Source: an optimization exercise on an open RTL-to-GDS flow (aim: small area, a short achievable clock period and few clock cycles per item). Production flows keep margins and buffers that such runs may drop. In this exercise RTL edits were held to simulation tests only and were not proved equivalent to the original.

lane 1:
==> flow/design.v (excerpt) <==
module chestnut_cordic (
    input  wire        clk,
    input  wire        rst,
    input  wire        in_valid,
    output wire        in_ready,
    input  wire [23:0] in_re,
    input  wire [23:0] in_im,
    input  wire [3:0]  in_ash,
    output reg         out_valid,
    output reg  [23:0] out_phase,
    output reg  [15:0] out_amp,
    output reg         out_sat
);
Size in the first run: about 9000 cells after synthesis, ~0.081 mm2 of cells after synthesis.
Settings: LEC_CHECK=0, ABC_AREA=1, CAP_MARGIN=20, CORE_MARGIN=2, CORE_UTILIZATION=65, CTS_CLUSTER_DIAMETER=80, CTS_CLUSTER_SIZE=30, PLACE_DENSITY=0.75, SLEW_MARGIN=20; clock period 12.0 ns.
standard.sh (not shown) runs the stock make flow with config.mk's settings and CLKGATE_MAP_FILE= SYNTH_SCRIPT=/design/flow/synth_recipe.tcl, a recipe that flattens the netlist after the stock synthesis.
==> flow/flow/run.sh <==
#!/bin/bash
set -euo pipefail
MARGIN=8.8
SETUP_SLACK_MARGIN=$MARGIN MATCH_CELL_FOOTPRINT=0 bash standard.sh SETUP_SLACK_MARGIN=$MARGIN MATCH_CELL_FOOTPRINT=0 finish > standard_flow.log 2>&1
Testbench counts of lane 1, summed over its fixed seeds: cycles 12,200, items 12,000.
### lane 1 -> lane 2
- a deleted CTS_CLUSTER_SIZE that had been 30
- a deleted ABC_AREA that had been 1
- a deleted CTS_CLUSTER_DIAMETER that had been 80
==> flow/flow/run.sh <==
#!/bin/bash
set -euo pipefail
MARGIN=8.0
SETUP_SLACK_MARGIN=$MARGIN bash standard.sh SETUP_SLACK_MARGIN=$MARGIN finish > standard_flow.log 2>&1
### Flow results
- Routed length on met2 (lower): lane 2
- Critical path startpoint = q10_x[1]$_DFF_P_: lane 1; critical path startpoint = q9_x[3]$_DFF_P_: lane 2
- Average footprint of a synthesized cell ends up lower on lane 1.
- Of lane 2 and lane 1, it is lane 2 that has the lower routed wire length.

---

chestnut_cordic again, from the RTL that the note above started with.
Settings: LEC_CHECK=0, CAP_MARGIN=20, CORE_MARGIN=2, CORE_UTILIZATION=65, PLACE_DENSITY=0.75, SLEW_MARGIN=20; clock period 12.0 ns.
==> flow/flow/run.sh <==
#!/bin/bash
set -euo pipefail
MARGIN=8.0
SETUP_SLACK_MARGIN=$MARGIN MATCH_CELL_FOOTPRINT=0 bash standard.sh SETUP_SLACK_MARGIN=$MARGIN MATCH_CELL_FOOTPRINT=0 finish > standard_flow.log 2>&1
The first run finished with timing, DRC and antenna clean.
Testbench counts at the start, summed over its fixed seeds: cycles 12,200, items 12,000.
Change:
==> flow/flow/run.sh (replaced) <==
#!/bin/bash
set -euo pipefail
MARGIN=8.4
SETUP_SLACK_MARGIN=$MARGIN bash standard.sh SETUP_SLACK_MARGIN=$MARGIN finish > standard_flow.log 2>&1
ABC_AREA = 1   (was default)
CTS_CLUSTER_DIAMETER = 80   (was default)
CTS_CLUSTER_SIZE = 30   (was default)
Effect: The new run went through all stages and came out clean. Setup slack gains 770 ps. Hold slack loses 7.8 ps. Design area shrinks by 1.5%. Wire length grows by 9.7%.
Change:
==> flow/flow/run.sh (replaced) <==
#!/bin/bash
set -euo pipefail
MARGIN=8.0
SETUP_SLACK_MARGIN=$MARGIN MATCH_CELL_FOOTPRINT=0 bash standard.sh SETUP_SLACK_MARGIN=$MARGIN MATCH_CELL_FOOTPRINT=0 finish > standard_flow.log 2>&1
ABC_AREA = default   (was 1)
Outcome: The changed run finished with timing, DRC and antenna clean; worst setup slack loses 810 ps; via count shrinks by 13%; die area shrinks by 4.1%; synthesized area shrinks by 4.2%; non-clock buffer count grows by 86; critical path depth grows by 1; synthesized cell count shrinks by 17%; routed wire length shrinks by about 12%; design area shrinks by about 2.3%.
Change:
==> flow/flow/run.sh (replaced) <==
#!/bin/bash
set -euo pipefail
MARGIN=8.6
SETUP_SLACK_MARGIN=$MARGIN MATCH_CELL_FOOTPRINT=0 bash standard.sh SETUP_SLACK_MARGIN=$MARGIN MATCH_CELL_FOOTPRINT=0 finish > standard_flow.log 2>&1
ABC_AREA = 1   (was default)
The changed run finished with timing, DRC and antenna clean; clock skew barely changes; routed wire length increases by 19%; synthesized area came out higher by about 4.4%; core utilization rises by 0.24 points; critical path depth decreases by 17.
Change:
==> flow/flow/run.sh (replaced) <==
#!/bin/bash
set -euo pipefail
MARGIN=9.2
SETUP_SLACK_MARGIN=$MARGIN MATCH_CELL_FOOTPRINT=0 bash standard.sh SETUP_SLACK_MARGIN=$MARGIN MATCH_CELL_FOOTPRINT=0 finish > standard_flow.log 2>&1
What happened:
- Now the flow finished with max-capacitance violations, max-slew violations left
- design area increases by about 10%
- routed wire length climbs by about 17%
- worst hold slack barely changes
- synthesized area is unchanged
- fmax falls by about 3.4%
- setup slack degrades by 130 ps
- count of clock-buffer cells in the layout came out higher by 10
- first-iteration DRC count went up by about 21%

---

chestnut_cordic again, from the RTL that the note above started with.
// chestnut_cordic
module chestnut_cordic (
    input  wire        clk,
    input  wire        rst,
    input  wire        in_valid,
    output wire        in_ready,
    input  wire [23:0] in_re,
    input  wire [23:0] in_im,
    input  wire [3:0]  in_ash,
    output reg         out_valid,
    output reg  [23:0] out_phase,
    output reg  [15:0] out_amp,
    output reg         out_sat
);
Settings: LEC_CHECK=0, ABC_AREA=1, CAP_MARGIN=20, CORE_MARGIN=2, CORE_UTILIZATION=65, CTS_CLUSTER_DIAMETER=80, CTS_CLUSTER_SIZE=30, PLACE_DENSITY=0.75, SLEW_MARGIN=20; clock period 12.0 ns.
==> flow/flow/run.sh <==
#!/bin/bash
set -euo pipefail
MARGIN=8.0
SETUP_SLACK_MARGIN=$MARGIN MATCH_CELL_FOOTPRINT=0 bash standard.sh SETUP_SLACK_MARGIN=$MARGIN MATCH_CELL_FOOTPRINT=0 finish > standard_flow.log 2>&1
Testbench counts at the start, summed over its fixed seeds: cycles 12,200, items 12,000.
Rerun with:
--- a/flow/flow/run.sh
+++ b/flow/flow/run.sh
@@ -3 +3 @@
-MARGIN=8.0
+MARGIN=8.4
CORE_UTILIZATION = 75   (was 65)
PLACE_DENSITY = 0.85   (was 0.75)
Effect: Maximum frequency went up by 3.3%; worst setup slack improved by 0.13 ns; wire length went up by about 10%; count of clock-buffer cells in the layout went down by 3; die area went down by about 13%.
Rerun with:
CORE_UTILIZATION = 65   (was 75)
PLACE_DENSITY = 0.75   (was 0.85)
Outcome:
- critical path depth falls by 18
- synthesized cell count stays the same
- cell count rises by a few percent
- maximum frequency rises by a little under a tenth
- worst hold slack is about the same
- first-iteration DRC count falls by roughly a tenth
- routed wire length falls by a little under a tenth
- area after synthesis does not change
- worst setup slack is better by 0.26 ns
- clock skew rises by 0.011 ns

---

chestnut_cordic again, from the RTL that the note above started with.
==> flow/config.mk <==
export PLATFORM = sky130hd
export DESIGN_NAME = chestnut_cordic
export DESIGN_NICKNAME = chestnut_cordic
export VERILOG_FILES = /design/flow/design.v
export SDC_FILE = /design/flow/constraint.sdc
export NUM_CORES = 4
export LEC_CHECK = 0
export ABC_AREA = 1
export CAP_MARGIN = 20
export CORE_MARGIN = 2
export CORE_UTILIZATION = 65
export PLACE_DENSITY = 0.75
export SLEW_MARGIN = 20
==> flow/constraint.sdc <==
create_clock -name core_clock -period 12.0 [get_ports {clk}]
set_input_delay 2.4000 -clock core_clock [delete_from_list [all_inputs] [get_ports {clk}]]
set_output_delay 2.4000 -clock core_clock [all_outputs]
set_load 0.01 [all_outputs]
==> flow/flow/run.sh <==
#!/bin/bash
set -euo pipefail
MARGIN=8.4
SETUP_SLACK_MARGIN=$MARGIN MATCH_CELL_FOOTPRINT=0 bash standard.sh SETUP_SLACK_MARGIN=$MARGIN MATCH_CELL_FOOTPRINT=0 finish > standard_flow.log 2>&1
Testbench counts at the start, summed over its fixed seeds: cycles 12,200, items 12,000.
==> next run, changes <==
==> flow/flow/run.sh (replaced) <==
#!/bin/bash
set -euo pipefail
MARGIN=8.0
SETUP_SLACK_MARGIN=$MARGIN bash standard.sh SETUP_SLACK_MARGIN=$MARGIN finish > standard_flow.log 2>&1
--- a/flow/config.mk
+++ b/flow/config.mk
@@ -7,3 +7,2 @@
 export LEC_CHECK = 0
-export ABC_AREA = 1
 export CAP_MARGIN = 20
@@ -11,2 +10,3 @@
 export CORE_UTILIZATION = 65
+export CTS_BUF_LIST = sky130_fd_sc_hd__clkbuf_4 sky130_fd_sc_hd__clkbuf_8
 export PLACE_DENSITY = 0.75
Cell count is lower by roughly a tenth; hold slack degrades by 22 ps; via count is lower by roughly a tenth; sequential share of layout area is higher by 0.83 points; final area is lower by a few percent.
==> next run, changes <==
==> flow/flow/run.sh (replaced) <==
#!/bin/bash
set -euo pipefail
MARGIN=8.3
SETUP_SLACK_MARGIN=$MARGIN MATCH_CELL_FOOTPRINT=0 bash standard.sh SETUP_SLACK_MARGIN=$MARGIN MATCH_CELL_FOOTPRINT=0 finish > standard_flow.log 2>&1
--- a/flow/config.mk
+++ b/flow/config.mk
@@ -7,2 +7,3 @@
 export LEC_CHECK = 0
+export ABC_AREA = 1
 export CAP_MARGIN = 20
@@ -10,3 +11,4 @@
 export CORE_UTILIZATION = 65
-export CTS_BUF_LIST = sky130_fd_sc_hd__clkbuf_4 sky130_fd_sc_hd__clkbuf_8
+export CTS_CLUSTER_DIAMETER = 80
+export CTS_CLUSTER_SIZE = 30
 export PLACE_DENSITY = 0.75
After rerunning: The new run completed without violations. Wire length grows by 9.5%. Via count grows by 12%. Cell area shrinks by 1.4%. Sequential cell count stays the same.

## afterwards: timing with drivers on the ports
How much do the figures lean on ideal ports? The routed layouts below were timed once more, with nothing changed but the port constraints. Step 1 (the two cells are an assumption about what drives the block):
set clk [get_ports {clk}]
set_driving_cell -lib_cell sky130_fd_sc_hd__clkbuf_16 $clk
set_driving_cell -lib_cell sky130_fd_sc_hd__buf_2 [delete_from_list [all_inputs] $clk]
Step 2 also shifts input and output timing later by t, the mid clock arrival at the registers, as if the neighbouring blocks saw the same clock. a / b / c = no drivers / after step 1 / after step 2; a / b = the first two.
run	t (ns)	setup WS [ns]	hold WS [ns]	worst setup path after step 2	slew at the worst register clock pin (ns)
lane 1	0.770	8.321 / 8.321 / 8.213	0.311 / 0.311 / 0.311	input to register	0.11 / 0.11
lane 2	0.839	7.690 / 7.690 / 7.690	0.315 / 0.315 / 0.315	register to register	0.07 / 0.07
the first run of note 2	0.841	7.598 / 7.598 / 7.598	0.321 / 0.321 / 0.321	register to register	0.07 / 0.07
the second run of note 2	0.758	8.370 / 8.370 / 8.111	0.314 / 0.314 / 0.314	input to register	0.11 / 0.11
the third run of note 2	0.760	7.561 / 7.561 / 7.561	0.317 / 0.317 / 0.317	register to register	0.11 / 0.11
the fourth run of note 2	0.776	8.422 / 8.343 / 8.202	0.317 / 0.317 / 0.317	input to register	0.11 / 0.11
the fifth run of note 2	0.784	8.295 / 8.295 / 8.295	0.317 / 0.317 / 0.317	register to register	0.12 / 0.12
the first run of note 3	0.758	8.060 / 7.990 / 8.094	0.314 / 0.314 / 0.314	input to register	0.11 / 0.11
the second run of note 3	0.746	8.185 / 8.185 / 8.182	0.321 / 0.321 / 0.321	input to register	0.12 / 0.12
the third run of note 3	0.766	8.440 / 8.367 / 8.146	0.323 / 0.323 / 0.323	input to register	0.11 / 0.11
the first run of note 4	0.852	8.366 / 8.306 / 8.094	0.316 / 0.316 / 0.316	input to register	0.07 / 0.07
the second run of note 4	0.999	7.645 / 7.645 / 7.645	0.294 / 0.294 / 0.294	register to register	0.07 / 0.07
the third run of note 4	0.767	8.411 / 8.335 / 8.151	0.328 / 0.328 / 0.328	input to register	0.11 / 0.11
The setup slack of the third run of note 3, which loses most, moves by -0.073 ns with the drivers and by -0.294 ns with both steps.
